What follows belongs to an exercise in optimizing a design on an open flow for small area, a short achievable clock period and few clock cycles per item; a production flow would make more cautious choices.
At most, simulation tests tie the RTL to the original design; equivalence was not proved.
No functional check of the RTL was part of runs 3 and 4.
Power figures rest on the tool's default switching activity, not on a simulated workload.

File: flow/config.mk
export PLATFORM = sky130hd
export DESIGN_NAME = kg9_decunit
export DESIGN_NICKNAME = kg9_decunit
export VERILOG_FILES = /design/flow/design.v
export SDC_FILE = /design/flow/constraint.sdc
export NUM_CORES = 8
export LEC_CHECK = 0
export ABC_AREA = 0
export CAP_MARGIN = 40
export CORE_MARGIN = 2
export CORE_UTILIZATION = 36
export CTS_BUF_LIST = sky130_fd_sc_hd__clkbuf_8
export SLEW_MARGIN = 40
File: flow/constraint.sdc
create_clock -name core_clock -period 50.0 [get_ports {clk}]
set_input_delay 10.0000 -clock core_clock [delete_from_list [all_inputs] [get_ports {clk}]]
set_output_delay 10.0000 -clock core_clock [all_outputs]
set_load 0.01 [all_outputs]
File: flow/design.v
module kg9_bcd_addsub (
    input  wire [127:0] x,
    input  wire [127:0] y,
    input  wire         sub,
    input  wire         cin,
    output wire [127:0] s,
    output wire         co,
    output wire         zlo,
    output wire         zall,
    output wire         tnz
);
    localparam N = 32;
    wire [N-1:0]   g, p, za, zt;
    wire [4*N-1:0] vv;
    genvar i;
    generate
        for (i = 0; i < N; i = i + 1) begin : g_dig
            wire [3:0] xd = x[4*i +: 4];
            wire [3:0] yd = y[4*i +: 4];
            wire [3:0] yb;
            assign yb[0] = yd[0] ^ sub;
            assign yb[1] = ~yd[1];
            assign yb[2] = ~(yd[2] ^ (yd[1] & ~sub));
            assign yb[3] = sub ? ~yd[3] : (yd[3] | yd[2] | yd[1]);
            wire [4:0] t = xd + yb;
            wire [3:0] v = t[3:0];
            assign g[i] = t[4];
            assign p[i] = &v;
            assign vv[4*i +: 4] = v;
            assign za[i] = ~t[4] & (v == 4'd6);
            assign zt[i] = t[4] & (v == 4'd0);
        end
    endgenerate
    wire [N-1:0] gg, pp;
    kg9_prefix #(.N(N)) u_pre (.g(g), .p(p), .go(gg), .po(pp));
    assign co = gg[N-1] | (pp[N-1] & cin);
    wire [N-1:0] zc;
    generate
        for (i = 0; i < N; i = i + 1) begin : g_out
            wire c = (i == 0) ? cin : (gg[i-1] | (pp[i-1] & cin));
            wire       cd = g[i] | (p[i] & c);
            wire [3:0] w  = vv[4*i +: 4] + {3'd0, c};
            assign s[4*i +: 4] = cd ? w : w + 4'd10;    
            wire cp = (i == 0) ? cin : ~za[i-1];
            assign zc[i] = cp ? p[i] : (za[i] | zt[i]);
        end
    endgenerate
    assign zlo  = &zc[N-2:0];
    assign zall = &zc;
    wire c31 = gg[N-2] | (pp[N-2] & cin);
    assign tnz = !(c31 ? p[N-1] : (za[N-1] | zt[N-1]));
endmodule
module kg9_prefix #(parameter N = 32) (
    input  wire [N-1:0] g,
    input  wire [N-1:0] p,
    output wire [N-1:0] go,
    output wire [N-1:0] po
);
    localparam L = (N <= 2) ? 1 : (N <= 4) ? 2 : (N <= 8) ? 3 : (N <= 16) ? 4 : (N <= 32) ? 5 : 6;
    wire [N-1:0] gl [0:L];
    wire [N-1:0] pl [0:L];
    assign gl[0] = g;
    assign pl[0] = p;
    genvar k, i;
    generate
        for (k = 0; k < L; k = k + 1) begin : g_lvl
            for (i = 0; i < N; i = i + 1) begin : g_b
                if ((i >> k) & 1) begin : g_c
                    localparam integer J = ((i >> k) << k) - 1;
                    assign gl[k+1][i] = gl[k][i] | (pl[k][i] & gl[k][J]);
                    assign pl[k+1][i] = pl[k][i] & pl[k][J];
                end else begin : g_p
                    assign gl[k+1][i] = gl[k][i];
                    assign pl[k+1][i] = pl[k][i];
                end
            end
        end
    endgenerate
    assign go = gl[L];
    assign po = pl[L];
endmodule
module kg9_bcd_x2 #(parameter N = 32) (
    input  wire [4*N-1:0] x,
    output wire [4*N-1:0] y
);
    genvar i;
    generate
        for (i = 0; i < N; i = i + 1) begin : g_dig
            wire [3:0] d = x[4*i +: 4];
            wire       ci;
            if (i == 0) begin : g_c0
                assign ci = 1'b0;
            end else begin : g_c
                wire [3:0] dl = x[4*i-4 +: 4];
                assign ci = dl[3] | (dl[2] & (dl[1] | dl[0]));    
            end
            wire [2:0] h;
            assign h[2] = (d[2] & ~d[1] & ~d[0]) | (d[3] & d[0]);
            assign h[1] = (~d[3] & ~d[2] & d[1]) | (d[2] & d[1] & d[0]) | (d[3] & ~d[0]);
            assign h[0] = (~d[3] & ~d[2] & d[0]) | (d[2] & d[1] & ~d[0]) | (d[3] & ~d[0]);
            assign y[4*i +: 4] = {h, ci};
        end
    endgenerate
endmodule
module kg9_bcd_x5 #(parameter N = 32) (
    input  wire [4*N-1:0] x,
    output wire [4*N-1:0] y
);
    genvar i;
    generate
        for (i = 0; i < N; i = i + 1) begin : g_dig
            wire       od = x[4*i];
            wire [2:0] h;
            if (i == 0) begin : g_h0
                assign h = 3'd0;
            end else begin : g_h
                assign h = x[4*i-1 -: 3];     
            end
            assign y[4*i]     = od ^ h[0];
            assign y[4*i + 1] = od ? (~h[2] & (h[1] ^ h[0])) : h[1];
            assign y[4*i + 2] = od ? (~h[2] & ~(h[1] & h[0])) : h[2];
            assign y[4*i + 3] = od & (h[2] | (h[1] & h[0]));
        end
    endgenerate
endmodule
module kg9_decunit (
    input  wire         clk,
    input  wire         rst,
    input  wire         start,
    input  wire [2:0]   op,
    input  wire [127:0] a,
    input  wire [127:0] b,
    input  wire [13:0]  imm,
    output wire         ready,
    output reg          done,
    output wire [127:0] res,
    output wire [127:0] rem,
    output wire         z,
    output wire         n,
    output reg          dv,
    output reg          exc_data,
    output reg          exc_div
);
    localparam OP_ADDP = 3'd0, OP_SUBP = 3'd1, OP_MULP = 3'd2,
               OP_DIVP = 3'd3, OP_CMPP = 3'd4, OP_SHRP = 3'd5;
    localparam S_IDLE = 4'd8, S_EXEC = 4'd1, S_MUL = 4'd2, S_DIV = 4'd3,
               S_SHL  = 4'd4, S_SHR  = 4'd5, S_SHF = 4'd6, S_NEG = 4'd7;
    reg [3:0]   state;
    reg [2:0]   op_r;
    reg [123:0] x1;
    reg [127:0] x2;
    reg [127:0] x3;
    reg [3:0]   asn, bsn;    
    reg [4:0]   scale;
    reg [5:0]   sh;
    reg [3:0]   rnd;
    reg [4:0]   cnt;         
    reg [3:0]   drop;        
    reg [2:0]   md;          
    reg         mneg;        
    reg         mcy;         
    reg         mbig;        
    reg         m32;         
    reg         mzero;       
    reg         negdo;       
    reg [3:0]   qacc;        
    reg [4:0]   la;          
    reg [5:0]   nstep;       
    reg [4:0]   nreal;       
    reg         cur_real;    
    reg         lost;        
    reg         ovf;         
    reg         sflag;       
    reg         remneg;      
    reg [3:0]   resq;        
    reg         mfirst;      
    reg         iscmp;       
    reg         zzn;         
    reg         zsg;         
    reg         remz;        
    reg         qnz;         
    reg [31:0]  lbd;         
    reg [7:0]   bw;          
    reg [47:0]  bhk;         
    reg         tryp;        
    reg         dneg;        
    wire sa = (asn == 4'hD);
    wire sb = (bsn == 4'hD);
    assign ready = state[3];
    assign res   = {resq[3] ? x1[123:93] : x2[123:93], resq[2] ? x1[92:62] : x2[92:62],
                    resq[1] ? x1[61:31]  : x2[61:31],  resq[0] ? x1[30:0]  : x2[30:0],
                    (sflag & !zsg) ? 4'hD : 4'hC};
    assign rem   = {x2[123:0], (remneg & !remz) ? 4'hD : 4'hC};
    assign z     = zzn;
    assign n     = sflag & !zzn;
    function automatic digits_ok(input [123:0] v);
        integer k;
        begin
            digits_ok = 1'b1;
            for (k = 0; k < 31; k = k + 1)
                if (v[4*k+3] & (v[4*k+2] | v[4*k+1])) digits_ok = 1'b0;
        end
    endfunction
    wire a_ok = digits_ok(x1) && (asn == 4'hC || asn == 4'hD || asn == 4'hF);
    wire b_ok = digits_ok(x3[123:0]) && (bsn == 4'hC || bsn == 4'hD || bsn == 4'hF);
    wire bad  = !b_ok || (op_r != OP_SHRP && !a_ok);
    wire [127:0] m1 = x3;
    wire [127:0] m2, m4, m5;
    kg9_bcd_x2 #(.N(32)) u_m2 (.x(m1), .y(m2));
    kg9_bcd_x2 #(.N(32)) u_m4 (.x(m2), .y(m4));
    kg9_bcd_x5 #(.N(32)) u_m5 (.x(m1), .y(m5));
    wire [3:0] mul_sel = {md == 3'd5, md == 3'd4, md == 3'd2 || md == 3'd3, md == 3'd1};
    wire [2:0] md_next = (md == 3'd3) ? 3'd1 : 3'd0;
    function automatic [4:0] recode(input [3:0] d, input c);
        reg [3:0] e, t;
        begin
            e = d + {3'd0, c};
            t = 4'd10 - e;
            if (e >= 4'd6)
                recode = {2'b11, t[2:0]};
            else
                recode = {2'b00, e[2:0]};
        end
    endfunction
    wire [4:0] rc_in  = recode(a[7:4], 1'b0);       
    wire [4:0] rc_sw  = recode(x3[3:0], 1'b0);      
    wire [4:0] rc_nx  = recode(x1[7:4], mcy);       
    wire [30:0] nz3;      
    wire [30:0] top3;     
    genvar gi;
    generate
        for (gi = 0; gi < 31; gi = gi + 1) begin : g_nz3
            assign nz3[gi] = |x3[4*gi +: 4];
            if (gi == 30) begin : g_t
                assign top3[gi] = nz3[gi];
            end else begin : g_o
                assign top3[gi] = nz3[gi] & ~|nz3[30:gi+1];
            end
        end
    endgenerate
    reg [4:0] lb_n;
    reg [3:0] bd1, bd0;
    integer kb;
    always @(*) begin
        lb_n = 5'd0;
        bd1  = 4'd0;
        bd0  = 4'd0;
        for (kb = 0; kb < 31; kb = kb + 1) begin
            lb_n = lb_n | ({5{top3[kb]}} & (kb + 1));
            bd1  = bd1  | ({4{top3[kb]}} & x3[4*kb +: 4]);
            if (kb > 0) bd0 = bd0 | ({4{top3[kb]}} & x3[4*kb-4 +: 4]);
        end
    end
    reg [3:0] rd2, rd1, rd0;
    always @(*) begin
        rd2 = 4'd0;
        rd1 = 4'd0;
        rd0 = 4'd0;
        for (kb = 0; kb < 32; kb = kb + 1) begin
            rd2 = rd2 | ({4{lbd[kb]}} & x2[4*kb +: 4]);
            if (kb < 31) rd1 = rd1 | ({4{lbd[kb+1]}} & x2[4*kb +: 4]);
            if (kb < 30) rd0 = rd0 | ({4{lbd[kb+2]}} & x2[4*kb +: 4]);
        end
    end
    wire [11:0] rw = {rd2, rd1, rd0};
    wire [7:0]  bwn = {bd1, bd0};
    wire [11:0] bwi;                     
    assign bwi[3:0]  = (bd0 == 4'd9) ? 4'd0 : bd0 + 4'd1;
    assign bwi[7:4]  = (bd0 != 4'd9) ? bd1 : (bd1 == 4'd9) ? 4'd0 : bd1 + 4'd1;
    assign bwi[11:8] = {3'd0, bwn == 8'h99};
    wire [11:0] bhi = (lb_n <= 5'd2) ? {4'd0, bwn} : bwi;
    wire [11:0] bhi2, bhi4, bhi5;
    kg9_bcd_x2 #(.N(3)) u_h2 (.x(bhi),  .y(bhi2));
    kg9_bcd_x2 #(.N(3)) u_h4 (.x(bhi2), .y(bhi4));
    kg9_bcd_x5 #(.N(3)) u_h5 (.x(bhi),  .y(bhi5));
    wire [11:0] bw1 = {4'd0, bw};
    wire [11:0] bw2, bw3, bw5, bw6;
    kg9_bcd_x2 #(.N(3)) u_l2 (.x(bw1),  .y(bw2));
    kg9_bcd_x5 #(.N(3)) u_l5 (.x(bw1),  .y(bw5));
    kg9_bcd_x2 #(.N(3)) u_l6 (.x(bw3),  .y(bw6));
    wire [4:0] s30 = bw2[3:0] + bw1[3:0];
    wire       c30 = (s30 > 5'd9);
    wire [4:0] s31 = bw2[7:4] + bw1[7:4] + {4'd0, c30};
    wire       c31 = (s31 > 5'd9);
    assign bw3[3:0]  = c30 ? s30[3:0] + 4'd6 : s30[3:0];
    assign bw3[7:4]  = c31 ? s31[3:0] + 4'd6 : s31[3:0];
    assign bw3[11:8] = bw2[11:8] + {3'd0, c31};
    function automatic dgt(input [3:0] r, input [3:0] t);    
        reg [3:0] e;
        begin
            e = r ~^ t;
            dgt = (r[3] & ~t[3]) | (e[3] & ((r[2] & ~t[2]) |
                  (e[2] & ((r[1] & ~t[1]) | (e[1] & r[0] & ~t[0])))));
        end
    endfunction
    function automatic ge3(input [11:0] r, input [11:0] t);
        reg g2, e2, g1, e1, g0;
        begin
            g2 = dgt(r[11:8], t[11:8]);  e2 = (r[11:8] == t[11:8]);
            g1 = dgt(r[7:4], t[7:4]);    e1 = (r[7:4] == t[7:4]);
            g0 = dgt(r[3:0], t[3:0]) | (r[3:0] == t[3:0]);
            ge3 = g2 | (e2 & (g1 | (e1 & g0)));
        end
    endfunction
    wire ge1 = ge3(rw, bhk[11:0]);
    wire ge2 = ge3(rw, bhk[23:12]);
    wire ge4 = ge3(rw, bhk[35:24]);
    wire ge5 = ge3(rw, bhk[47:36]);
    wire lt1 = (rw < bw1);
    wire lt2 = (rw < bw2);
    wire lt3 = (rw < bw3);
    wire lt5 = (rw < bw5);
    wire lt6 = (rw < bw6);
    wire [3:0] est_m   = ge5 ? 4'd5 : ge4 ? 4'd4 : ge2 ? 4'd2 : ge1 ? 4'd1 : 4'd0;
    wire       est_fin = ge5 ? lt6 : ge4 ? lt5 : ge2 ? lt3 : ge1 ? lt2 : lt1;
    wire       div_try = !tryp && !ge1 && !lt1;       
    wire [3:0] div_sel = tryp ? {3'd0, dneg} :
                         {ge5, ge4 & !ge5, ge2 & !ge4, (ge1 & !ge2) | (!ge1 & !lt1)};
    wire       div_fin = tryp || (!div_try && est_fin);
    wire [3:0] div_q   = qacc + (tryp ? {3'd0, !dneg} : est_m);
    wire is_mul  = (op_r == OP_MULP);
    wire is_div  = (op_r == OP_DIVP);
    wire is_shrp = (op_r == OP_SHRP);
    wire is_neg  = (state == S_NEG) && negdo;
    wire eff_sub = sa ^ sb ^ (op_r == OP_SUBP || op_r == OP_CMPP);
    wire zero_x  = is_neg || (state == S_SHF) || (state == S_MUL && mfirst) ||
                   (state == S_EXEC && (is_mul || is_div || is_shrp));
    wire is_exec = (state == S_EXEC);
    wire [3:0] sel = is_mul ? mul_sel :
                     is_div ? (state == S_DIV ? div_sel : 4'b0000) :
                     {3'd0, state != S_NEG};
    wire [127:0] opy = ({128{sel[0]}} & m1) | ({128{sel[1]}} & m2) |
                       ({128{sel[2]}} & m4) | ({128{sel[3]}} & m5) |
                       ({128{is_neg}} & x2);
    wire [127:0] opx = zero_x ? 128'd0 : x2;
    wire asub   = is_exec ? (is_mul ? mneg : (!is_div && !is_shrp && eff_sub)) :
                  (is_neg || (state == S_DIV && !tryp) || (state == S_MUL && mneg));
    wire rnd_up = is_shrp && sh[5] && (({1'b0, drop} + {1'b0, rnd}) >= 5'd10);
    wire [127:0] sum;
    wire         aco, zlo, zall, tnz;
    kg9_bcd_addsub u_add (.x(opx), .y(opy), .sub(asub), .cin(asub | rnd_up),
                          .s(sum), .co(aco), .zlo(zlo), .zall(zall), .tnz(tnz));
    wire [30:0] nz1, top1;
    generate
        for (gi = 0; gi < 31; gi = gi + 1) begin : g_nz1
            assign nz1[gi] = |x1[4*gi +: 4];
            if (gi == 30) begin : g_t
                assign top1[gi] = nz1[gi];
            end else begin : g_o
                assign top1[gi] = nz1[gi] & ~|nz1[30:gi+1];
            end
        end
    endgenerate
    reg [4:0] lead_n;     
    reg [3:0] lead_d;     
    integer k;
    always @(*) begin
        lead_n = 5'd0;
        lead_d = 4'd0;
        for (k = 0; k < 31; k = k + 1) begin
            lead_n = lead_n | ({5{top1[k]}} & (k + 1));
            lead_d = lead_d | ({4{top1[k]}} & x1[4*k +: 4]);
        end
    end
    wire [30:0] pos = 31'd1 << (la - 5'd1);
    reg  [3:0]   d_next;
    reg  [123:0] clr;
    integer j;
    always @(*) begin
        d_next = 4'd0;
        for (j = 0; j < 30; j = j + 1)
            if (pos[j+1]) d_next = x1[4*j +: 4];
        for (j = 0; j < 31; j = j + 1)
            clr[4*j +: 4] = {4{pos[j] & cur_real}};
    end
    wire [123:0] x1c    = x1 & ~clr;
    wire [123:0] x1_qn  = {x1c[119:0], div_q};
    wire [3:0]   d_in   = (state == S_EXEC) ? lead_d : (nreal != 5'd0) ? d_next : 4'd0;
    wire         div_ov = ovf | (x1c[123:120] != 4'd0);
    wire exec_ok = (state == S_EXEC) && !bad;
    wire mul_swap = (lb_n < lead_n);            
    wire mul_go  = (state == S_MUL) || (exec_ok && is_mul && !mul_swap);
    wire shl_go  = (state == S_SHL) || (exec_ok && is_shrp && sh != 6'd0 && !sh[5]);
    wire shr_go  = (state == S_SHR) || (exec_ok && is_shrp && sh[5]);
    wire shf_go  = (state == S_SHF) || (exec_ok && is_shrp && sh == 6'd0);
    wire [5:0] mlen = {1'b0, lead_n} + {1'b0, lb_n};    
    wire ab_gt = (lead_n > lb_n) || (lead_n == lb_n && lead_d > bd1);
    wire ab_lt = (lead_n < lb_n) || (lead_n == lb_n && lead_d < bd1);
    wire mul_ov  = (is_exec ? (mlen >= 6'd33) : mbig) |
                   ((is_exec ? (mlen == 6'd32) : m32) & tnz);
    wire x2_shift = (state == S_EXEC && is_div) ||
                    (state == S_DIV && div_fin && nstep != 6'd0);
    always @(posedge clk)
        x2 <= state[3] ? {4'd0, a[127:4]} :
              x2_shift ? {sum[123:0], d_in} : sum;
    always @(posedge clk) begin
        begin
            done <= 1'b0;
            if (state[3]) begin
                op_r  <= op;
                x1    <= a[127:4];
                x3    <= {4'd0, b[127:4]};
                asn   <= a[3:0];
                bsn   <= b[3:0];
                scale <= imm[4:0];
                sh    <= imm[13:8];
                rnd   <= imm[3:0];
                cnt   <= imm[13] ? (~imm[12:8] + 5'd1) : imm[12:8];
                {mcy, mneg, md} <= rc_in;
                qacc  <= 4'd0;
                qnz   <= 1'b0;
                lost  <= 1'b0;
                ovf   <= 1'b0;
                drop  <= 4'd0;
                resq[0] <= (op == OP_DIVP);
                resq[1] <= (op[1:0] == 2'b11);
                iscmp <= (op == OP_CMPP);
                if (start) begin
                    dv    <= 1'b0;
                    state <= S_EXEC;
                end
            end
            if (state == S_EXEC) begin
                exc_data <= 1'b0;
                exc_div  <= 1'b0;
                remneg   <= sa;
                resq[2]  <= is_div;
                resq[3]  <= (op_r[1:0] == 2'b11);
                if (bad) begin
                    exc_data <= 1'b1;
                    done     <= 1'b1;
                    state    <= S_IDLE;
                end else begin
                    case (op_r)
                        OP_ADDP, OP_SUBP, OP_CMPP: begin
                            zzn <= iscmp ? zall : zlo;
                            zsg <= zall;
                            if (eff_sub) begin
                                sflag <= aco ? sa : !sa;
                                negdo <= ab_lt | !aco;
                                if (!ab_gt && !iscmp) begin
                                    state <= S_NEG;
                                end else begin
                                    done  <= 1'b1;
                                    state <= S_IDLE;
                                end
                            end else begin
                                sflag <= sa;
                                if (!iscmp) dv <= tnz;
                                done  <= 1'b1;
                                state <= S_IDLE;
                            end
                        end
                        OP_MULP: begin
                            sflag <= sa ^ sb;
                            state <= S_MUL;
                            mfirst <= mul_swap;
                            mbig   <= (mlen >= 6'd33);
                            m32    <= (mlen == 6'd32);
                            mzero  <= (lead_n == 5'd0) || (lb_n == 5'd0);
                            if (mul_swap) begin
                                x1 <= x3[123:0];
                                x3 <= {4'd0, x1};
                                {mcy, mneg, md} <= rc_sw;
                            end
                        end
                        OP_DIVP: begin
                            sflag <= sa ^ sb;
                            if (lb_n == 5'd0) begin
                                exc_div <= 1'b1;
                                done    <= 1'b1;
                                state   <= S_IDLE;
                            end else if (lead_n == 5'd0) begin
                                zzn   <= 1'b1;
                                zsg   <= 1'b1;
                                remz  <= 1'b1;
                                done  <= 1'b1;
                                state <= S_IDLE;
                            end else begin
                                la       <= lead_n;
                                lbd      <= 32'd1 << lb_n;
                                bw       <= {bd1, bd0};
                                bhk      <= {bhi5, bhi4, bhi2, bhi};
                                tryp     <= 1'b0;
                                nreal    <= lead_n - 5'd1;
                                cur_real <= 1'b1;
                                nstep    <= {1'b0, lead_n} + {1'b0, scale} - 6'd1;
                                state    <= S_DIV;
                            end
                        end
                        default: sflag <= sb;    
                    endcase
                end
            end
            if (state == S_NEG) begin
                sflag <= negdo ? !sa : sa;
                zzn   <= zlo;
                zsg   <= zall;
                done  <= 1'b1;
                state <= S_IDLE;
            end
            if (mul_go) begin
                mfirst <= 1'b0;
                if (md_next == 3'd0) begin
                    x1   <= {4'd0, x1[123:4]};
                    x3   <= {x3[123:0], 4'd0};
                    {mcy, mneg, md} <= rc_nx;
                    if (x1[123:4] == 120'd0 && !mcy) begin
                        dv    <= mul_ov;
                        zzn   <= zlo;
                        zsg   <= is_exec ? ((lead_n == 5'd0) || (lb_n == 5'd0)) : mzero;
                        done  <= 1'b1;
                        state <= S_IDLE;
                    end
                end else begin
                    md <= md_next;
                end
            end
            if (state == S_DIV) begin
                tryp <= div_try;
                dneg <= !aco;
                if (div_fin) begin
                    x1    <= x1_qn;
                    ovf   <= div_ov;
                    qacc  <= 4'd0;
                    qnz   <= qnz | (div_q != 4'd0);
                    nstep <= nstep - 6'd1;
                    nreal <= (nreal != 5'd0) ? nreal - 5'd1 : 5'd0;
                    cur_real <= (nreal != 5'd0);
                    if (div_ov) begin
                        exc_div <= 1'b1;
                        done    <= 1'b1;
                        state   <= S_IDLE;
                    end else if (nstep == 6'd0) begin
                        zzn   <= !(qnz | (div_q != 4'd0));
                        zsg   <= !(qnz | (div_q != 4'd0));
                        remz  <= zall;
                        done  <= 1'b1;
                        state <= S_IDLE;
                    end else begin
                    end
                end else begin
                    qacc <= div_q;
                end
            end
            if (shl_go) begin
                x3    <= {x3[123:0], 4'd0};
                lost  <= lost | (x3[123:120] != 4'd0);
                cnt   <= cnt - 5'd1;
                state <= (cnt == 5'd1) ? S_SHF : S_SHL;
            end
            if (shr_go) begin
                x3    <= {4'd0, x3[127:4]};
                drop  <= x3[3:0];
                cnt   <= cnt - 5'd1;
                state <= (cnt == 5'd1) ? S_SHF : S_SHR;
            end
            if (shf_go) begin
                dv    <= lost;
                zzn   <= zlo;
                zsg   <= zlo & !lost;
                done  <= 1'b1;
                state <= S_IDLE;
            end
        end
        if (rst) begin
            state <= S_IDLE;
            done  <= 1'b0;
        end
    end
endmodule
File: flow/flow/run.sh
#!/bin/bash
# Layout: the standard flow (standard.sh) unchanged, except that the
# buffers ORFS puts on the input and output ports are buf_1 cells.
set -e
export BUFFER_PORTS_ARGS="-buffer_cell sky130_fd_sc_hd__buf_1"
bash standard.sh > standard.log 2>&1
File: flow/standard.sh
#!/bin/bash
# synth_recipe.tcl (not shown) runs the flow's synth.tcl, then flattens the netlist and writes it again
# the make line also repeats each setting of config.mk as NAME=value (left out here)
make -C /OpenROAD-flow-scripts/flow DESIGN_CONFIG=/design/flow/config.mk WORK_HOME=/design/flow/orfs CLKGATE_MAP_FILE= SYNTH_SCRIPT=/design/flow/synth_recipe.tcl "${@:-finish}"
==> results of run 1 <==
placed cells by master (no fill, tap or decap), drive strengths merged, types with 38 or more instances in the layout:
master	Yosys	routed
nor2b	70	70
mux2i	322	322
a222oi	43	43
nand3b	38	38
nor4	103	103
nand2	547	547
xnor2	181	181
dfxtp	410	410
o21a	79	79
a21oi	736	736
ha	447	447
buf	250	880
and2	129	129
nand3	281	281
fa	39	39
and3	55	55
or4	56	56
nor3	277	277
a21boi	73	73
o21ai	686	686
edfxtp	127	127
o31ai	63	63
a32oi	41	41
inv	429	455
a221oi	70	70
xor2	117	117
o22ai	54	54
a211oi	393	393
nor2	744	744
mux2	177	177
o211ai	71	71
o221ai	49	49
a21o	84	84
a31oi	74	74
a22oi	211	211
clkbuf	622	135
nand2b	79	79
o2111ai	43	43
nand4	122	122
through the flow:
| step | instance area, sq um | hold slack (ns) |
|---|---|---|
| finish | 71500 | 0.473 |
| global route | 71400 | 0.489 |
| CTS | 71300 | 0.470 |
| detailed placement | 68800 | 0.449 |
| global placement | 68500 | 0.443 |
| floorplan | 64500 | 0.419 |
worst max-delay path by stage:
stage               startpoint        to  depth (start not counted)
finish                 lbd[15]    x2[90]                         41
global route           lbd[15]    x2[90]                         41
CTS                    lbd[15]    x2[90]                         41
detailed placement     lbd[25]    x2[90]                         41
global placement       lbd[25]   x2[119]                         39
floorplan              resq[3]  res[100]                          2
routing by layer:
layer | vias to the layer above | part of all wire, %
met5 | - | 0.038
met4 | 24 | 9.3
met3 | 1257 | 12
met2 | 5264 | 41
met1 | 37287 | 38
li1 | 32822 | -
layout make-up:
cell class / instances / area (sq um)
Clock inverter: 73 / 641
Sequential cell: 537 / 12100
Clock buffer: 134 / 1840
Tap cell: 2355 / 2950
Multi-Input combinational cell: 6925 / 47500
Timing Repair Buffer: 881 / 4740
Fill cell: 18909 / 107000
Inverter: 436 / 1640
Antenna cell: 24 / 60.1
report_power, final:
part | internal [mW] | total [mW] | switching [mW]
combinational | 0.955 | 2.69 | 1.73
sequential | 0.527 | 0.819 | 0.291
clock | 0.304 | 0.556 | 0.252
Yosys cell counts (25+ instances only):
master / count
sky130_fd_sc_hd__a2111oi_0: 33
sky130_fd_sc_hd__a211oi_1: 391
sky130_fd_sc_hd__a21boi_0: 72
sky130_fd_sc_hd__a21o_1: 84
sky130_fd_sc_hd__a21oi_1: 734
sky130_fd_sc_hd__a221o_1: 26
sky130_fd_sc_hd__a221oi_1: 70
sky130_fd_sc_hd__a222oi_1: 43
sky130_fd_sc_hd__a22oi_1: 211
sky130_fd_sc_hd__a31oi_1: 74
sky130_fd_sc_hd__a32oi_1: 41
sky130_fd_sc_hd__and2_1: 128
sky130_fd_sc_hd__and3_1: 55
sky130_fd_sc_hd__buf_1: 79
sky130_fd_sc_hd__buf_2: 35
sky130_fd_sc_hd__buf_4: 132
sky130_fd_sc_hd__clkbuf_1: 621
sky130_fd_sc_hd__dfxtp_1: 410
sky130_fd_sc_hd__edfxtp_1: 127
sky130_fd_sc_hd__fa_1: 39
sky130_fd_sc_hd__ha_1: 447
sky130_fd_sc_hd__inv_1: 418
sky130_fd_sc_hd__mux2_2: 177
sky130_fd_sc_hd__mux2i_1: 321
sky130_fd_sc_hd__nand2_1: 547
sky130_fd_sc_hd__nand2b_1: 79
sky130_fd_sc_hd__nand3_1: 280
sky130_fd_sc_hd__nand3b_1: 37
sky130_fd_sc_hd__nand4_1: 119
sky130_fd_sc_hd__nor2_1: 740
sky130_fd_sc_hd__nor2b_1: 70
sky130_fd_sc_hd__nor3_1: 268
sky130_fd_sc_hd__nor3b_1: 25
sky130_fd_sc_hd__nor4_1: 85
sky130_fd_sc_hd__o2111ai_1: 43
sky130_fd_sc_hd__o211ai_1: 71
sky130_fd_sc_hd__o21a_1: 79
sky130_fd_sc_hd__o21ai_0: 671
sky130_fd_sc_hd__o221ai_1: 49
sky130_fd_sc_hd__o22ai_1: 54
sky130_fd_sc_hd__o31ai_1: 63
sky130_fd_sc_hd__or3_1: 31
sky130_fd_sc_hd__or4_1: 54
sky130_fd_sc_hd__xnor2_1: 181
sky130_fd_sc_hd__xor2_1: 117
worst register-to-register path: cells and delay by family, from the launching register on:
kind            cells  cell delay, ns
compound gates     21            5.64
xor+xnor            3            0.78
fa+ha+maj           6            1.80
buf+inv             4            1.64
flops               1            0.70
mux                 2            0.60
simple gates        5            1.60
kinds of logic after synthesis:
group                    share of synthesized area (%)
AO/OA/AOI/OAI                                     30.4
adder cells (fa/ha/maj)                           9.88
flip-flops                                        18.6
other                                           0.0116
AND/OR/NAND/NOR                                   20.4
buffers and inverters                             8.50
XOR/XNOR                                          4.05
multiplexers                                      8.16
registers in the layout (all words and copies together), names as in the netlist, 4 cells and up:
signal and cells:
state 4, nreal 5, bsn 4, bw 8, resq 4, x1 124
drop 4, bhk 32, lbd 32, la 5, asn 4, qacc 4
cnt 5, nstep 6, x2 128, x3 128, sh 6
==> Implementation_results.wiki, run 1 <==
{| class="wikitable"
! Metric !! Value
|-
| Worst reg2reg setup slack || roughly 37 ns
|-
| Netlist cell types || about 110
|-
| Placement-stage worst setup slack || 37.56 ns
|-
| R2R depth || 41
|-
| Biggest area consumer among synthesized cells || sky130_fd_sc_hd__dfxtp_1
|-
| Number of clock sinks || 537
|-
| Synthesized instance count || between 8000 and 9000
|-
| Total power || 4.06 mW
|-
| Placed instance count || about 11000
|-
| Required time of the worst setup path || a little over 50 ns
|-
| Static Leak || about 28 nW
|-
| Routed vias/inst || between 6 and 7
|-
| Synthesis Warnings || 2
|-
| Initial DRC count || 11707
|-
| Setup Total Neg Slack || 0 ns
|-
| CORE AREA || between 150000 and 200000 sq um
|-
| Cell types occupying the most area after synthesis || sky130_fd_sc_hd__dfxtp_1 (13%), sky130_fd_sc_hd__ha_1 (8.7%), sky130_fd_sc_hd__edfxtp_1 (5.9%), sky130_fd_sc_hd__a21oi_1 (5.7%), sky130_fd_sc_hd__o21ai_0 (5.2%)
|-
| Count of final setup violators || 0
|-
| Total detailed-routing wirelength || 409000 um
|-
| Clock latency reported for the late side of the worst-skew pair || around 0.96 ns
|-
| Max Fanout on Critical Path || 60
|-
| Hold violation total from the final report || 0
|-
| Hold wc startpoint || nreal[4]
|-
| Layer carrying the most global-route usage || met2
|-
| Layout cells sized above 1 || 10.0%
|-
| Fraction of synthesis flops using an asynchronous set or reset pin || 0%
|-
| Pin count of the biggest net entering global routing || 164
|-
| Met1 Track Usage GR || 53.7%
|-
| Sequential cell area fraction in the yosys report || 18.6%
|-
| Element type at the critical path start || flip-flop
|-
| Share of the clock period used by the worst path || 25.8%
|-
| Clock tree root driver cell || sky130_fd_sc_hd__clkbuf_8
|-
| Total of flip-flops plus latches after synthesis || 537
|-
| RR Endpoint || x2[90]
|-
| Startpoint of the most critical register-to-register path || lbd[15]
|-
| Most frequently used flop master after synthesis || sky130_fd_sc_hd__dfxtp_1
|-
| Initial antenna violation count || 49
|-
| Buffers added on ports || 529
|-
| Worst vdd rail ir drop || 34.7 uV
|-
| Average wire length per cell after detail routing || approximately 36 um
|-
| Hold Crit Depth || 2
|-
| Sum of overflow across all layers after global routing || 0
|-
| Global routing usage on met2 || a little over 60%
|-
| Crit path max-delay cell type || sky130_fd_sc_hd__or4_1
|-
| Post-layout min period || 12.91 ns
|-
| Number of synthesized flops with an enable pin || 127
|-
| Netlist area before placement || 64500 sq um
|-
| Share of the synthesized area in the top cell type || about an eighth
|-
| Clock tree from TritonCTS || done
|-
| Post-cts hold buffer count || 0
|-
| Non-filler instance count after layout || 11365
|-
| PD cells || 56.8 nW/um^2
|-
| Outcome || finished clean
|-
| Final core utilization || around two fifths
|-
| Achievable Freq || between 0.07 and 0.08 GHz
|-
| DRC violation count after routing || 0
|-
| Worst Hold Path EP || nreal[4]
|-
| Via count of the first global-routing pass || ~70000
|-
| Die Span Y || 427 um
|-
| Number of nets in the finished design || 9653
|-
| Smallest setup slack after layout || 37.09 ns
|-
| Total via count in the routed design || 76654
|-
| Met3 GRT Util || 12.9%
|-
| Delay-heaviest family, CP || compound AO/OA/AOI/OAI gates
|-
| Worst Tran Pin Value || 1.02 ns
|-
| Slew HR || roughly 31%
|-
| Mean Syn Cell Area || ~7.4 sq um
|-
| Critical path buffers and inverters || 4
|-
| Post-CTS resize count || 0
|-
| First-pass DRT Iterations || 7
|-
| Number of max-slew violations in the final report || 0
|-
| # Post-CTS Setup Buffers || 0
|-
| Reported max-cap violation count || 0
|-
| Die Footprint || about 180000 sq um
|-
| Type of destination of the critical path || flip-flop
|-
| Area growth from synthesis to layout || 10.8%
|-
| Dpl hpwl || 320000 um
|-
| Data arrival time of the worst path || 13.71 ns
|-
| Number of buffers inserted during clock tree synthesis || between 100 and 150
|-
| Standard-cell rows || 155
|-
| All-layer global routing usage || ~43%
|-
| Delay of the slowest cell on the worst path || 0.96 ns
|-
| Critical path type || flip-flop to flip-flop
|-
| Clock Path Buffers || 3
|-
| Wire length of the first global-routing pass || 558000 um
|-
| Top-level I/O count || roughly 540
|-
| Antenna violation net count after detailed routing || 0
|-
| Routability congestion estimate || 1.08
|-
| Class of the most critical hold timing path || flip-flop to flip-flop
|-
| Width of the chip || 427 um
|-
| Initial cell density of the core || 36.2%
|-
| Post-CTS clock slew at the launch and capture registers of the worst setup and hold paths || 0.07 ns
|-
| Maximum clock skew at final layout || about 0.054 ns
|-
| H-tree levels || 3
|-
| Unrepaired setup endpoints after global routing || false
|}
Testbench counts, summed over its fixed seeds: cycles 12,996, ops 2,400.
==> inputs of run 2 (changes only) <==
--- a/flow/config.mk
+++ b/flow/config.mk
@@ -11,3 +11,3 @@
 export CORE_UTILIZATION = 36
-export CTS_BUF_LIST = sky130_fd_sc_hd__clkbuf_8
+export CTS_BUF_LIST = sky130_fd_sc_hd__clkbuf_4 sky130_fd_sc_hd__clkbuf_8
 export SLEW_MARGIN = 40
==> run 2 against run 1 <==
Sequential share of layout area about the same; non-clock buffer count did not move; critical endpoint unchanged; total power rose by 0.58%; highest routed layer unchanged; critical path depth shrank 1; via count is 0.18% higher; design area is 0.19% higher; flip-flop and latch count is the same; final cell count is 0.11% higher; first-iteration DRC count shrank 2.0%; maximum frequency up 0.13%.
==> Implementation_results.wiki, run 2 <==
{| class="wikitable"
! Metric !! Value
|-
| Outcome || finished clean
|-
| Worst Tran Pin Value || 1.05 ns
|-
| Element type at the critical path start || flip-flop
|-
| Synthesis Warnings || 2
|-
| Post-CTS resize count || 0
|-
| Share of the synthesized area in the top cell type || around 13%
|-
| Layer carrying the most global-route usage || met2
|-
| Post-layout min period || 12.89 ns
|-
| Max Fanout on Critical Path || 60
|-
| Static Leak || 27.7 nW
|-
| Synthesized instance count || just under 9000
|-
| Initial cell density of the core || 36.2%
|-
| Via count of the first global-routing pass || 69910
|-
| Pin count of the biggest net entering global routing || about 160
|-
| Crit path max-delay cell type || sky130_fd_sc_hd__or4_1
|-
| Wire length of the first global-routing pass || 559000 um
|-
| Share of the clock period used by the worst path || around a quarter
|-
| CORE AREA || roughly 180000 sq um
|-
| Met1 Track Usage GR || 53.6%
|-
| First-pass DRT Iterations || 10
|-
| All-layer global routing usage || 43.1%
|-
| Layout cells sized above 1 || 10.3%
|-
| Mean Syn Cell Area || 7.36 sq um
|-
| Worst vdd rail ir drop || around 34 uV
|-
| Initial DRC count || 11468
|-
| RR Endpoint || x2[90]
|-
| Maximum clock skew at final layout || slightly below 0.05 ns
|-
| Clock tree root driver cell || sky130_fd_sc_hd__clkbuf_8
|-
| Total detailed-routing wirelength || 410000 um
|-
| Most frequently used flop master after synthesis || sky130_fd_sc_hd__dfxtp_1
|-
| Count of final setup violators || 0
|-
| Antenna violation net count after detailed routing || 0
|-
| Top-level I/O count || 539
|-
| Routed vias/inst || 6.75
|-
| Unrepaired setup endpoints after global routing || false
|-
| Required time of the worst setup path || 50.81 ns
|-
| Switch Pwr || 2.28 mW
|-
| Total via count in the routed design || 76789
|-
| Sequential cell area fraction in the yosys report || 18.6%
|-
| Total power || 4.08 mW
|-
| Critical path type || flip-flop to flip-flop
|-
| Storage element area || 12100 sq um
|-
| Combinational power share || 65.9%
|-
| Largest registers in the final layout || x2 x128, x3 x128, x1 x124
|-
| H-tree levels || 3
|-
| Slew HR || ~30%
|-
| PD cells || 57.1 nW/um^2
|-
| Number of buffers inserted during clock tree synthesis || between 100 and 150
|-
| Width of the chip || around 430 um
|-
| Netlist area before placement || 64500 sq um
|-
| Synth top cells by count || sky130_fd_sc_hd__nor2_1 (740), sky130_fd_sc_hd__a21oi_1 (734), sky130_fd_sc_hd__o21ai_0 (671)
|-
| Global routing usage on met2 || 61.8%
|-
| Die Footprint || between 150000 and 200000 sq um
|-
| Delay of the slowest cell on the worst path || 0.99 ns
|-
| Type of destination of the critical path || flip-flop
|-
| Netlist cell types || 111
|-
| Clock power share || between 10 and 15%
|-
| Cell types occupying the most area after synthesis || sky130_fd_sc_hd__dfxtp_1 (13%), sky130_fd_sc_hd__ha_1 (8.7%), sky130_fd_sc_hd__edfxtp_1 (5.9%), sky130_fd_sc_hd__a21oi_1 (5.7%), sky130_fd_sc_hd__o21ai_0 (5.2%)
|-
| # Post-CTS Setup Buffers || 0
|-
| Buffers added on ports || 529
|-
| Combined area of the multi-input logic cells || around 48000 sq um
|-
| Hold violation total from the final report || 0
|-
| Total of flip-flops plus latches after synthesis || 537
|-
| Data arrival time of the worst path || 13.70 ns
|-
| Most repeated cell in the gate-level netlist after synthesis || sky130_fd_sc_hd__nor2_1
|-
| Post-cts hold buffer count || 0
|-
| Area growth from synthesis to layout || 11.0%
|-
| Number of clock sinks || ~540
|-
| Average wire length per cell after detail routing || roughly 36 um
|-
| Number of synthesized flops with an enable pin || 127
|-
| Most prevalent standard cell on the critical path || sky130_fd_sc_hd__ha_1
|-
| Sum of overflow across all layers after global routing || 0
|-
| DRC violation count after routing || 0
|-
| Post-CTS clock slew at the launch and capture registers of the worst setup and hold paths || 0.06 ns
|-
| Class of the most critical hold timing path || flip-flop to flip-flop
|-
| Number of max-slew violations in the final report || 0
|-
| Hold wc startpoint || qnz
|-
| Initial antenna violation count || about 50
|-
| Achievable Freq || 0.0776 GHz
|-
| Standard-cell rows || 155
|-
| Power share of the sequential group || 20.1%
|-
| Dpl hpwl || roughly 320000 um
|-
| Design internal power || roughly 1.8 mW
|-
| Worst Hold Path EP || qnz
|-
| Clock Path Buffers || 3
|-
| Clock tree from TritonCTS || done
|-
| R2R depth || 40
|-
| Die Span Y || 427 um
|-
| Clock latency reported for the late side of the worst-skew pair || approximately 0.96 ns
|-
| Reported max-cap violation count || 0
|-
| Routability congestion estimate || 1.08
|-
| Sw Share || roughly 56%
|-
| Most frequent cells in the layout || sky130_fd_sc_hd__nor2_1 (733), sky130_fd_sc_hd__a21oi_1 (730), sky130_fd_sc_hd__o21ai_0 (667)
|-
| Startpoint of the most critical register-to-register path || lbd[18]
|-
| Setup Total Neg Slack || 0 ns
|-
| Fill cells || 18878
|-
| Biggest area consumer among synthesized cells || sky130_fd_sc_hd__dfxtp_1
|-
| Hold Crit Depth || 1
|-
| Number of nets in the finished design || 9653
|-
| Fraction of synthesis flops using an asynchronous set or reset pin || 0%
|-
| Met3 GRT Util || approximately an eighth
|-
| Leading cell type in the layout, fill and taps excluded || sky130_fd_sc_hd__nor2_1
|-
| Worst reg2reg setup slack || 37.11 ns
|}
==> run 2: cell counts after synthesis <==
No cell type changed its count.
==> run 2: worst max path at each step <==
stage / start / to / slack (ns) / depth (start not counted)
floorplan: resq[3] / res[100] / 38.89 / 2
global placement: lbd[25] / x2[119] / 37.43 / 39
detailed placement: lbd[25] / x2[90] / 37.56 / 41
CTS: lbd[25] / x2[90] / 37.49 / 41
global route: lbd[15] / x2[90] / 36.78 / 41
finish: lbd[18] / x2[90] / 37.11 / 40
==> run 2: cell type report <==
class                      instances  share of cell area (%)
antenna                           36                   0.126
clock buffer                     159                    2.84
clock inverter                    48                   0.764
tap                             2355                    4.12
inverter                         436                    2.29
timing repair buffer             881                    6.62
sequential                       537                    16.8
multi-input combinational       6925                    66.4
==> run 2: routing by layer <==
metal / wire (um) / vias up
li1: - / 32816
met1: 157000 / 37571
met2: 168000 / 5167
met3: 47900 / 1205
met4: 36400 / 30
met5: 228 / -
==> run 2: kinds of logic after synthesis <==
logic type,share of synthesized area (%)
compound gates,30.4
simple gates,20.4
buf+inv,8.50
flops,18.6
mux,8.16
fa+ha+maj,9.88
xor+xnor,4.05
other cells,0.0116
==> run 2: power groups by stage <==
stage,clock [mW],sequential (mW),combinational (mW)
finish,0.575,0.819,2.69
global route,0.592,0.800,2.85
CTS,0.576,0.790,2.59
detailed placement,0,0.799,2.57
global placement,0,0.798,2.54
floorplan,0,0.611,1.73
==> run 2: critical path: cells and delay by family (launching register included) <==
kind	cells	cell delay, ns
XOR/XNOR	3	0.78
AO/OA/AOI/OAI	21	5.43
AND/OR/NAND/NOR	4	1.59
adder cells (fa/ha/maj)	6	1.84
multiplexers	2	0.60
buffers and inverters	4	1.60
flip-flops	1	0.69
==> run 2: stage by stage <==
step                      hold slack [ns]  utilization [%]  cell area [sq um]  cells  setup WS (ns)
after global routing                0.490             40.1              71500  11350          36.78
after CTS                           0.470             40.0              71300  11337          37.49
after global placement              0.443             38.4              68500  11127          37.43
after detailed placement            0.449             38.6              68800  11130          37.56
final                               0.473             40.2              71600  11377          37.11
after floorplan                     0.419                -              64500   8770          38.89
==> inputs of run 3 (changes only) <==
--- a/flow/design.v
+++ b/flow/design.v
@@ -13,3 +13,3 @@
     wire [N-1:0]   g, p, za, zt;
-    wire [4*N-1:0] vv;
+    wire [4*N-1:0] d0, d1;
     genvar i;
@@ -28,3 +28,4 @@
             assign p[i] = &v;
-            assign vv[4*i +: 4] = v;
+            assign d0[4*i +: 4] = t[4] ? v : v - 4'd6;
+            assign d1[4*i +: 4] = (t[4] | (&v)) ? v + 4'd1 : v - 4'd5;
             assign za[i] = ~t[4] & (v == 4'd6);
@@ -40,5 +41,3 @@
             wire c = (i == 0) ? cin : (gg[i-1] | (pp[i-1] & cin));
-            wire       cd = g[i] | (p[i] & c);
-            wire [3:0] w  = vv[4*i +: 4] + {3'd0, c};
-            assign s[4*i +: 4] = cd ? w : w + 4'd10;    
+            assign s[4*i +: 4] = c ? d1[4*i +: 4] : d0[4*i +: 4];
             wire cp = (i == 0) ? cin : ~za[i-1];
@@ -379,3 +378,3 @@
     wire         div_ov = ovf | (x1c[123:120] != 4'd0);
-    wire exec_ok = (state == S_EXEC) && !bad;
+    wire exec_ok = (state == S_EXEC);
     wire mul_swap = (lb_n < lead_n);            
@@ -428,7 +427,2 @@
                 resq[3]  <= (op_r[1:0] == 2'b11);
-                if (bad) begin
-                    exc_data <= 1'b1;
-                    done     <= 1'b1;
-                    state    <= S_IDLE;
-                end else begin
                     case (op_r)
@@ -492,3 +486,2 @@
                     endcase
-                end
             end
@@ -564,2 +557,8 @@
             end
+            if (state == S_EXEC && bad) begin
+                exc_data <= 1'b1;
+                exc_div  <= 1'b0;
+                done     <= 1'b1;
+                state    <= S_IDLE;
+            end
         end
--- a/flow/config.mk
+++ b/flow/config.mk
@@ -11,3 +11,2 @@
 export CORE_UTILIZATION = 36
-export CTS_BUF_LIST = sky130_fd_sc_hd__clkbuf_4 sky130_fd_sc_hd__clkbuf_8
 export SLEW_MARGIN = 40
==> run 3 against run 2 <==
Critical path depth shrank 7; highest routed layer unchanged; final cell count increased by 5.8%; maximum frequency is 5.2% lower; first-iteration DRC count rose by 38%; sequential power shrank 6.1%; worst setup slack lost 0.70 ns; largest power group unchanged; clock-buffer cell count shrank 62.
==> Implementation_results.wiki, run 3 <==
{| class="wikitable"
! Metric !! Value
|-
| Storage element area || approximately 12000 sq um
|-
| Leading cell type in the layout, fill and taps excluded || sky130_fd_sc_hd__nor2_1
|-
| Clock Path Buffers || 3
|-
| Fraction of synthesis flops using an asynchronous set or reset pin || 0%
|-
| Share of the synthesized area in the top cell type || 12.2%
|-
| Clock tree root driver cell || sky130_fd_sc_hd__clkbuf_16
|-
| Worst vdd rail ir drop || 62.4 uV
|-
| Achievable Freq || about 0.074 GHz
|-
| All-layer global routing usage || a little under half
|-
| Netlist area before placement || roughly 67000 sq um
|-
| Number of nets in the finished design || 10202
|-
| Antenna violation net count after detailed routing || 0
|-
| Highest routed metal layer || met5
|-
| Met2 routed WL || roughly 170000 um
|-
| Setup Total Neg Slack || 0 ns
|-
| Required time of the worst setup path || 50.67 ns
|-
| Element type at the critical path start || flip-flop
|-
| Critical path type || flip-flop to flip-flop
|-
| Sequential cell area fraction in the yosys report || 17.8%
|-
| Number of max-slew violations in the final report || 0
|-
| Maximum clock skew at final layout || ~0.036 ns
|-
| Mean Syn Cell Area || 7.26 sq um
|-
| Clock tree from TritonCTS || done
|-
| Most prevalent standard cell on the critical path || sky130_fd_sc_hd__o21ai_0
|-
| Combined area of the multi-input logic cells || 50100 sq um
|-
| Sum of overflow across all layers after global routing || 0
|-
| Most frequently used flop master after synthesis || sky130_fd_sc_hd__dfxtp_1
|-
| Max Fanout on Critical Path || 22
|-
| Biggest area consumer among synthesized cells || sky130_fd_sc_hd__dfxtp_1
|-
| Layout cells sized above 1 || 10.5%
|-
| Number of clock sinks || 537
|-
| Reported max-cap violation count || 0
|-
| Total detailed-routing wirelength || between 400000 and 500000 um
|-
| Worst Tran Pin Value || 1.16 ns
|-
| Number of synthesized flops with an enable pin || 126
|-
| Met3 Wirelength || 74200 um
|-
| Type of destination of the critical path || flip-flop
|-
| CORE AREA || 186000 sq um
|-
| Fin Hold WS || 0.484 ns
|-
| Most frequent cells in the layout || sky130_fd_sc_hd__nor2_1 (807), sky130_fd_sc_hd__nand2_1 (751), sky130_fd_sc_hd__a21oi_1 (689)
|-
| Crit path max-delay cell type || sky130_fd_sc_hd__o31ai_1
|-
| Routability congestion estimate || approximately 1.1
|-
| Initial DRC count || 15830
|-
| Synthesis Warnings || 2
|-
| Wire length of the first global-routing pass || 625000 um
|-
| Width of the chip || 437 um
|-
| Post-CTS clock slew at the launch and capture registers of the worst setup and hold paths || 0.06 ns
|-
| Netlist cell types || ~110
|-
| Fill cells || 19280
|-
| First-pass DRT Iterations || 13
|-
| Die Span Y || 437 um
|-
| Post-CTS resize count || 0
|-
| Data arrival time of the worst path || 14.26 ns
|-
| Dpl hpwl || approximately 370000 um
|-
| PD cells || just under 70 nW/um^2
|-
| Via count of the first global-routing pass || ~74000
|-
| Largest registers in the final layout || x2 x128, x3 x128, x1 x124
|-
| H-tree levels || 3
|-
| Initial antenna violation count || 74
|-
| Routed vias/inst || 7.03
|-
| Number of buffers inserted during clock tree synthesis || 73
|-
| Die Footprint || 191000 sq um
|-
| Synth top cells by count || sky130_fd_sc_hd__nor2_1 (812), sky130_fd_sc_hd__nand2_1 (754), sky130_fd_sc_hd__a21oi_1 (695)
|-
| Share of the clock period used by the worst path || around 27%
|-
| Buffers added on ports || 529
|-
| Pin count of the biggest net entering global routing || ~130
|-
| # Post-CTS Setup Buffers || 0
|-
| Final core utilization || around two fifths
|-
| Class of the most critical hold timing path || flip-flop to flip-flop
|-
| Delay of the slowest cell on the worst path || between 0.8 and 0.9 ns
|-
| Most repeated cell in the gate-level netlist after synthesis || sky130_fd_sc_hd__nor2_1
|-
| Synthesized instance count || 9282
|-
| Total of flip-flops plus latches after synthesis || 537
|-
| Standard-cell rows || 158
|-
| Post-cts hold buffer count || 0
|-
| DRC violation count after routing || 0
|-
| Top-level I/O count || 539
|-
| Hold violation total from the final report || 0
|-
| Total via count in the routed design || 84585
|-
| Initial cell density of the core || 36.3%
|-
| Post-layout min period || 13.59 ns
|-
| Average wire length per cell after detail routing || 39.1 um
|-
| Total power || 5.18 mW
|-
| Clock latency reported for the late side of the worst-skew pair || roughly 0.77 ns
|-
| Count of final setup violators || 0
|-
| Area growth from synthesis to layout || 12.3%
|-
| Slew HR || 21.7%
|-
| Total routed wire length on the met1 layer || 174000 um
|-
| Outcome || finished clean
|-
| Cell types occupying the most area after synthesis || sky130_fd_sc_hd__dfxtp_1 (12%), sky130_fd_sc_hd__ha_1 (7.7%), sky130_fd_sc_hd__edfxtp_1 (5.6%), sky130_fd_sc_hd__a21oi_1 (5.2%), sky130_fd_sc_hd__o21ai_0 (5.0%)
|-
| Static Leak || 29.4 nW
|-
| Unrepaired setup endpoints after global routing || false
|}
-- run 3: changes by cell type in the layout (fill, tap and decap cells not counted), sizes merged, moves of 39 or more --
| cell | change |
|---|---|
| a211oi | -90 |
| a21boi | -65 |
| a21oi | -39 |
| a222oi | +59 |
| a311oi | +111 |
| a31oi | +105 |
| buf | +122 |
| clkbuf | -63 |
| inv | +90 |
| nand2 | +208 |
| nand3 | +46 |
| nor2 | +69 |
| nor3 | -95 |
-- run 3: final cells by class --
cell class / count / share of cell area (%)
Clock buffer: 97 / 2.72
Clock inverter: 37 / 0.665
Tap cell: 2480 / 4.10
Antenna cell: 58 / 0.192
Multi-Input combinational cell: 7300 / 66.3
Sequential cell: 537 / 15.9
Timing Repair Buffer: 1002 / 7.55
Inverter: 526 / 2.61
-- run 3: path summary, 6_finish.rpt --
check,startpoint,end,slack [ns],cells after the start
setup / recovery,lbd[18],dv,36.41,33
hold / removal,exc_div,exc_div,0.48,2
setup reg to reg,lbd[18],dv,36.41,33
hold reg to reg,exc_div,exc_div,0.48,2
-- run 3: power by group --
group          switching (mW)  internal [mW]
Combinational            2.58           1.24
Sequential              0.224          0.545
Clock                   0.254          0.343
Total                    3.06           2.12
-- run 3: cells by family after synthesis --
kind of cell / share of synthesized area (%)
fa+ha+maj: 9.83
flops: 17.8
buf+inv: 8.90
mux: 7.77
xor+xnor: 3.25
other cells: 0.0111
compound gates: 31.3
simple gates: 21.1
-- run 3: through the flow --
step                      instances  setup slack (ns)  cell area, sq um
after detailed placement      11843             37.51             72800
after floorplan                9286             38.88             67400
after global routing          11984             36.63             75500
after CTS                     11977             37.44             75300
after global placement        11831             36.46             72200
final                         12037             36.41             75700
-- run 3: critical path: cells and delay by family, from the launching register on --
kind                       cells  cell delay [ns]
AOI/OAI and AO/OA             16             6.17
and+or+nand+nor               11             3.99
buffers and inverters          3             0.89
xor gates and xnor gates       1             0.84
DFF                            1             0.79
adders and majority gates      2             0.72
-- run 3: metal layers --
metal	up-vias	track usage (%)
li1	34968	-
met1	40650	57.8
met2	7204	61.1
met3	1715	21.4
met4	48	37.2
met5	-	0.101
==> inputs of run 4 (changes only) <==
--- a/flow/design.v
+++ b/flow/design.v
@@ -13,3 +13,3 @@
     wire [N-1:0]   g, p, za, zt;
-    wire [4*N-1:0] d0, d1;
+    wire [4*N-1:0] vv;
     genvar i;
@@ -28,4 +28,3 @@
             assign p[i] = &v;
-            assign d0[4*i +: 4] = t[4] ? v : v - 4'd6;
-            assign d1[4*i +: 4] = (t[4] | (&v)) ? v + 4'd1 : v - 4'd5;
+            assign vv[4*i +: 4] = v;
             assign za[i] = ~t[4] & (v == 4'd6);
@@ -41,3 +40,5 @@
             wire c = (i == 0) ? cin : (gg[i-1] | (pp[i-1] & cin));
-            assign s[4*i +: 4] = c ? d1[4*i +: 4] : d0[4*i +: 4];
+            wire       cd = g[i] | (p[i] & c);
+            wire [3:0] w  = vv[4*i +: 4] + {3'd0, c};
+            assign s[4*i +: 4] = cd ? w : w + 4'd10;    
             wire cp = (i == 0) ? cin : ~za[i-1];
@@ -182,3 +183,3 @@
     reg [7:0]   bw;          
-    reg [47:0]  bhk;         
+    reg [59:0]  bhk;         
     reg         tryp;        
@@ -274,2 +275,4 @@
     kg9_bcd_x5 #(.N(3)) u_h5 (.x(bhi),  .y(bhi5));
+    wire [11:0] bhi8;
+    kg9_bcd_x2 #(.N(3)) u_h8 (.x(bhi4), .y(bhi8));
     wire [11:0] bw1 = {4'd0, bw};
@@ -307,2 +310,3 @@
     wire ge5 = ge3(rw, bhk[47:36]);
+    wire ge8 = ge3(rw, bhk[59:48]);
     wire lt1 = (rw < bw1);
@@ -312,7 +316,7 @@
     wire lt6 = (rw < bw6);
-    wire [3:0] est_m   = ge5 ? 4'd5 : ge4 ? 4'd4 : ge2 ? 4'd2 : ge1 ? 4'd1 : 4'd0;
-    wire       est_fin = ge5 ? lt6 : ge4 ? lt5 : ge2 ? lt3 : ge1 ? lt2 : lt1;
+    wire [3:0] est_m   = ge8 ? 4'd4 : ge5 ? 4'd5 : ge4 ? 4'd4 : ge2 ? 4'd2 : ge1 ? 4'd1 : 4'd0;
+    wire       est_fin = !ge8 && (ge5 ? lt6 : ge4 ? lt5 : ge2 ? lt3 : ge1 ? lt2 : lt1);
     wire       div_try = !tryp && !ge1 && !lt1;       
     wire [3:0] div_sel = tryp ? {3'd0, dneg} :
-                         {ge5, ge4 & !ge5, ge2 & !ge4, (ge1 & !ge2) | (!ge1 & !lt1)};
+                         {ge5 & !ge8, (ge4 & !ge5) | ge8, ge2 & !ge4, (ge1 & !ge2) | (!ge1 & !lt1)};
     wire       div_fin = tryp || (!div_try && est_fin);
@@ -476,3 +480,3 @@
                                 bw       <= {bd1, bd0};
-                                bhk      <= {bhi5, bhi4, bhi2, bhi};
+                                bhk      <= {bhi8, bhi5, bhi4, bhi2, bhi};
                                 tryp     <= 1'b0;
==> flow/run.sh (new file) <==
#!/bin/bash
# synth_recipe.tcl (not shown) runs the flow's synth.tcl, then flattens the netlist and writes it again
# the make line also repeats each setting of config.mk as NAME=value (left out here)
make -C /OpenROAD-flow-scripts/flow DESIGN_CONFIG=/design/flow/config.mk WORK_HOME=/design/flow/orfs CLKGATE_MAP_FILE= SYNTH_SCRIPT=/design/flow/synth_recipe.tcl finish
--- a/flow/config.mk
+++ b/flow/config.mk
@@ -10,3 +10,3 @@
 export CORE_MARGIN = 2
-export CORE_UTILIZATION = 36
+export CORE_UTILIZATION = 30
 export SLEW_MARGIN = 40
removed: flow/flow/run.sh
removed: flow/standard.sh
==> run 4 against run 3 <==
Still clean on timing, DRC and antenna; worst hold slack lost 0.0086 ns; design area about the same; sequential share of layout area rose by 0.38 points; synthesized area down 5.6%; total power shrank 9.3%; clock power grew 5.4%; via count shrank 8.6%; sequential power fell by 1%; non-clock buffer count down 8; first-iteration DRC count fell by 18%.
==> Implementation_results.wiki, run 4 <==
{| class="wikitable"
! Metric !! Value
|-
| Outcome || finished clean
|-
| Clock tree root driver cell || sky130_fd_sc_hd__clkbuf_16
|-
| Total via count in the routed design || 77331
|-
| Number of max-slew violations in the final report || 0
|-
| Critical path type || flip-flop to flip-flop
|-
| Width of the chip || 465 um
|-
| Hold Crit Depth || 2
|-
| Number of synthesized flops with an enable pin || 136
|-
| PD cells || 62.1 nW/um^2
|-
| Post-CTS resize count || 0
|-
| Via count of the first global-routing pass || 69984
|-
| Die Span Y || 465 um
|-
| Mean Syn Cell Area || 7.41 sq um
|-
| Unrepaired setup endpoints after global routing || false
|-
| Area growth from synthesis to layout || 18.9%
|-
| Non-filler instance count after layout || roughly 12000
|-
| Worst reg2reg setup slack || about 36 ns
|-
| Number of buffers inserted during clock tree synthesis || approximately 80
|-
| Startpoint of the most critical register-to-register path || lbd[12]
|-
| Synth top cells by count || sky130_fd_sc_hd__a21oi_1 (871), sky130_fd_sc_hd__nor2_1 (734), sky130_fd_sc_hd__clkbuf_1 (639)
|-
| Synthesis Warnings || 2
|-
| Fill cells || 22384
|-
| Worst Tran Pin Value || between 1 and 1.5 ns
|-
| Most frequently used flop master after synthesis || sky130_fd_sc_hd__dfxtp_1
|-
| All-layer global routing usage || 40.2%
|-
| Static Leak || about 30 nW
|-
| Placed instance count || ~12000
|-
| Share of the clock period used by the worst path || approximately 28%
|-
| CORE AREA || between 200000 and 250000 sq um
|-
| Netlist cell types || 116
|-
| Total of flip-flops plus latches after synthesis || 547
|-
| Delay-heaviest family, CP || compound AO/OA/AOI/OAI gates
|-
| Most repeated cell in the gate-level netlist after synthesis || sky130_fd_sc_hd__a21oi_1
|-
| Initial antenna violation count || 64
|-
| Top-level I/O count || 539
|-
| Biggest area consumer among synthesized cells || sky130_fd_sc_hd__dfxtp_1
|-
| Number of clock sinks || 547
|-
| Routability congestion estimate || 1.11
|-
| Dpl hpwl || 359000 um
|-
| # Post-CTS Setup Buffers || 0
|-
| Average wire length per cell after detail routing || between 30 and 40 um
|-
| Netlist area before placement || 63600 sq um
|-
| Post-CTS clock slew at the launch and capture registers of the worst setup and hold paths || 0.07 ns
|-
| Setup Total Neg Slack || 0 ns
|-
| Class of the most critical hold timing path || flip-flop to flip-flop
|-
| Data arrival time of the worst path || 14.45 ns
|-
| Die Footprint || around 220000 sq um
|-
| Wire length of the first global-routing pass || 605000 um
|-
| Layout cells sized above 1 || 10.7%
|-
| Fraction of synthesis flops using an asynchronous set or reset pin || 0%
|-
| RR Endpoint || x2[127]
|-
| Post-cts hold buffer count || 0
|-
| Most prevalent standard cell on the critical path || sky130_fd_sc_hd__ha_1
|-
| Clock latency reported for the late side of the worst-skew pair || 0.80 ns
|-
| Buffers added on ports || between 500 and 600
|-
| DRC violation count after routing || 0
|-
| Critical path buffers and inverters || 4
|-
| Max Fanout on Critical Path || between 40 and 50
|-
| Post-layout min period || ~14 ns
|-
| Hold violation total from the final report || 0
|-
| Clock tree from TritonCTS || done
|-
| R2R depth || 39
|-
| Initial DRC count || 12923
|-
| First-pass DRT Iterations || 10
|-
| H-tree levels || 3
|-
| Worst vdd rail ir drop || 34.2 uV
|-
| Routed vias/inst || 6.62
|-
| Number of nets in the finished design || 9544
|-
| Worst setup path startpoint || lbd[12]
|-
| Antenna violation net count after detailed routing || 0
|-
| Count of final setup violators || 0
|-
| Standard-cell rows || 169
|-
| Total stage count of the critical path || 39
|-
| Element type at the critical path start || flip-flop
|-
| Type of destination of the critical path || flip-flop
|-
| Delay of the slowest cell on the worst path || 0.76 ns
|-
| Sum of overflow across all layers after global routing || 0
|-
| Synthesized instance count || 8592
|-
| Achievable Freq || 0.0727 GHz
|-
| Reported max-cap violation count || 0
|-
| Initial cell density of the core || 30.1%
|-
| Pin count of the biggest net entering global routing || 169
|-
| Total detailed-routing wirelength || about 460000 um
|-
| Share of the synthesized area in the top cell type || 12.9%
|-
| Cell types occupying the most area after synthesis || sky130_fd_sc_hd__dfxtp_1 (13%), sky130_fd_sc_hd__ha_1 (9.0%), sky130_fd_sc_hd__a21oi_1 (6.8%), sky130_fd_sc_hd__edfxtp_1 (6.4%), sky130_fd_sc_hd__mux2i_1 (4.9%)
|-
| Crit path max-delay cell type || sky130_fd_sc_hd__edfxtp_1
|-
| Clock Path Buffers || 3
|-
| Required time of the worst setup path || 50.70 ns
|-
| Slew HR || roughly 31%
|-
| Largest registers in the final layout || x2 x128, x3 x128, x1 x124
|-
| Leading cell type in the layout, fill and taps excluded || sky130_fd_sc_hd__a21oi_1
|-
| Sequential cell area fraction in the yosys report || 19.3%
|-
| Most frequent cells in the layout || sky130_fd_sc_hd__a21oi_1 (865), sky130_fd_sc_hd__nor2_1 (726), sky130_fd_sc_hd__nand2_1 (624)
|-
| Maximum clock skew at final layout || ~0.052 ns
|-
| Critical path capture point || x2[127]
|}
-- run 4: cell count changes after synthesis, moves of 34 or more --
cell                       previous run  this run
sky130_fd_sc_hd__a222oi_1           102        34
sky130_fd_sc_hd__nand3_1            325       196
sky130_fd_sc_hd__nor2_1             812       734
sky130_fd_sc_hd__o21ai_0            676       557
sky130_fd_sc_hd__a21oi_1            695       871
sky130_fd_sc_hd__ha_1               415       456
sky130_fd_sc_hd__a221oi_1            67       105
sky130_fd_sc_hd__and2_1             161       127
sky130_fd_sc_hd__inv_1              514       438
sky130_fd_sc_hd__clkbuf_1           679       639
sky130_fd_sc_hd__nand2_1            754       625
sky130_fd_sc_hd__a31oi_1            179        55
-- run 4: tightest hold or removal path, cell delays in order, from the launching register on --
cell and delay (ns):
sky130_fd_sc_hd__dfxtp_1 0.33, sky130_fd_sc_hd__inv_1 0.05, sky130_fd_sc_hd__o21ai_0 0.05
-- run 4: worst min path at each step --
stage,from,endpoint,slack [ns]
after floorplan,qnz,qnz,0.43
after global placement,qnz,qnz,0.44
after detailed placement,qnz,qnz,0.45
after CTS,qnz,qnz,0.47
after global routing,qnz,qnz,0.50
final,ovf,ovf,0.48
-- run 4: logic make-up (layout without fill, tap and decap cells) --
family / after synthesis / count (layout) / synth area share (%)
AO/OA/AOI/OAI: 2994 / 2994 / 31.1
XOR/XNOR: 285 / 285 / 4.00
adder cells (fa/ha/maj): 498 / 498 / 10.2
buffers and inverters: 1349 / 1590 / 8.92
flip-flops: 547 / 547 / 19.3
multiplexers: 453 / 453 / 7.46
other: 2 / 36 / 0.0118
AND/OR/NAND/NOR: 2464 / 2464 / 18.9
-- run 4: layout make-up --
| cell class | instances | area [sq um] | share of cell area, % |
|---|---|---|---|
| Tap cell | 2821 | 3530 | 4.66 |
| Inverter | 451 | 1700 | 2.24 |
| Clock buffer | 104 | 2200 | 2.91 |
| Clock inverter | 41 | 557 | 0.735 |
| Multi-Input combinational cell | 6700 | 46400 | 61.2 |
| Timing Repair Buffer | 994 | 8960 | 11.8 |
| Sequential cell | 547 | 12300 | 16.3 |
| Antenna cell | 30 | 75.1 | 0.0992 |
-- run 4: metrics by stage --
stage          hold slack [ns]  total power [mW]  instance area, sq um  utilization, %  worst slack (ns)
2_1_floorplan            0.432              2.49                 63700               -             38.88
3_3_place_gp             0.445              3.84                 72200            34.2             35.88
3_5_place_dp             0.448              3.87                 72600            34.4             36.82
4_1_cts                  0.465              4.51                 75400            35.7             36.77
5_1_grt                  0.497              4.83                 75600            35.8             35.96
6_report                 0.475              4.70                 75700            35.8             36.25
-- run 4: metal layers --
metal	global-route usage (%)	routed length, um	vias to the layer above	part of all wire [%]
met4	31.9	44100	38	9.7
met3	15.9	61800	1386	14
met1	50.2	176000	37658	39
li1	-	-	32241	-
met5	0.646	494	-	0.11
met2	54.0	175000	6008	38
-- run 4: power breakdown --
part           internal (mW)  switching, mW  total [mW]  leakage, nW
Clock                  0.360          0.270       0.630         1.33
Sequential             0.555          0.203       0.758         4.70
Combinational           1.17           2.14        3.31         24.0
Total                   2.09           2.61        4.70         30.0

==> port drivers added, routing unchanged <==
Ports are ideal in the flow. The routed layouts listed here were re-timed in OpenROAD. Step 1 sets driving cells, clkbuf_16 on the clock port and buf_2 on the other inputs (assumed; they add their load-dependent delay and slew). Step 2 also shifts input and output timing later by t, the mid clock arrival at the registers, as if the neighbouring blocks saw the same clock. a / b / c = ideal / step 1 / step 2; a / b = the first two.
| run | shift t [ns] | setup slack, ns | hold slack, ns | latest minus earliest clock arrival (ns) |
|---|---|---|---|---|
| run 1 | 1.022 | 37.094 / 37.094 / 37.094 | 0.473 / 0.473 / 0.473 | 0.053 / 0.053 |
| run 2 | 1.023 | 37.110 / 37.110 / 37.110 | 0.473 / 0.473 / 0.473 | 0.050 / 0.050 |
| run 3 | 0.845 | 36.408 / 36.408 / 36.408 | 0.484 / 0.484 / 0.484 | 0.038 / 0.038 |
| run 4 | 0.866 | 36.249 / 36.249 / 36.249 | 0.475 / 0.475 / 0.475 | 0.053 / 0.052 |
After both steps every run listed still meets setup and hold.
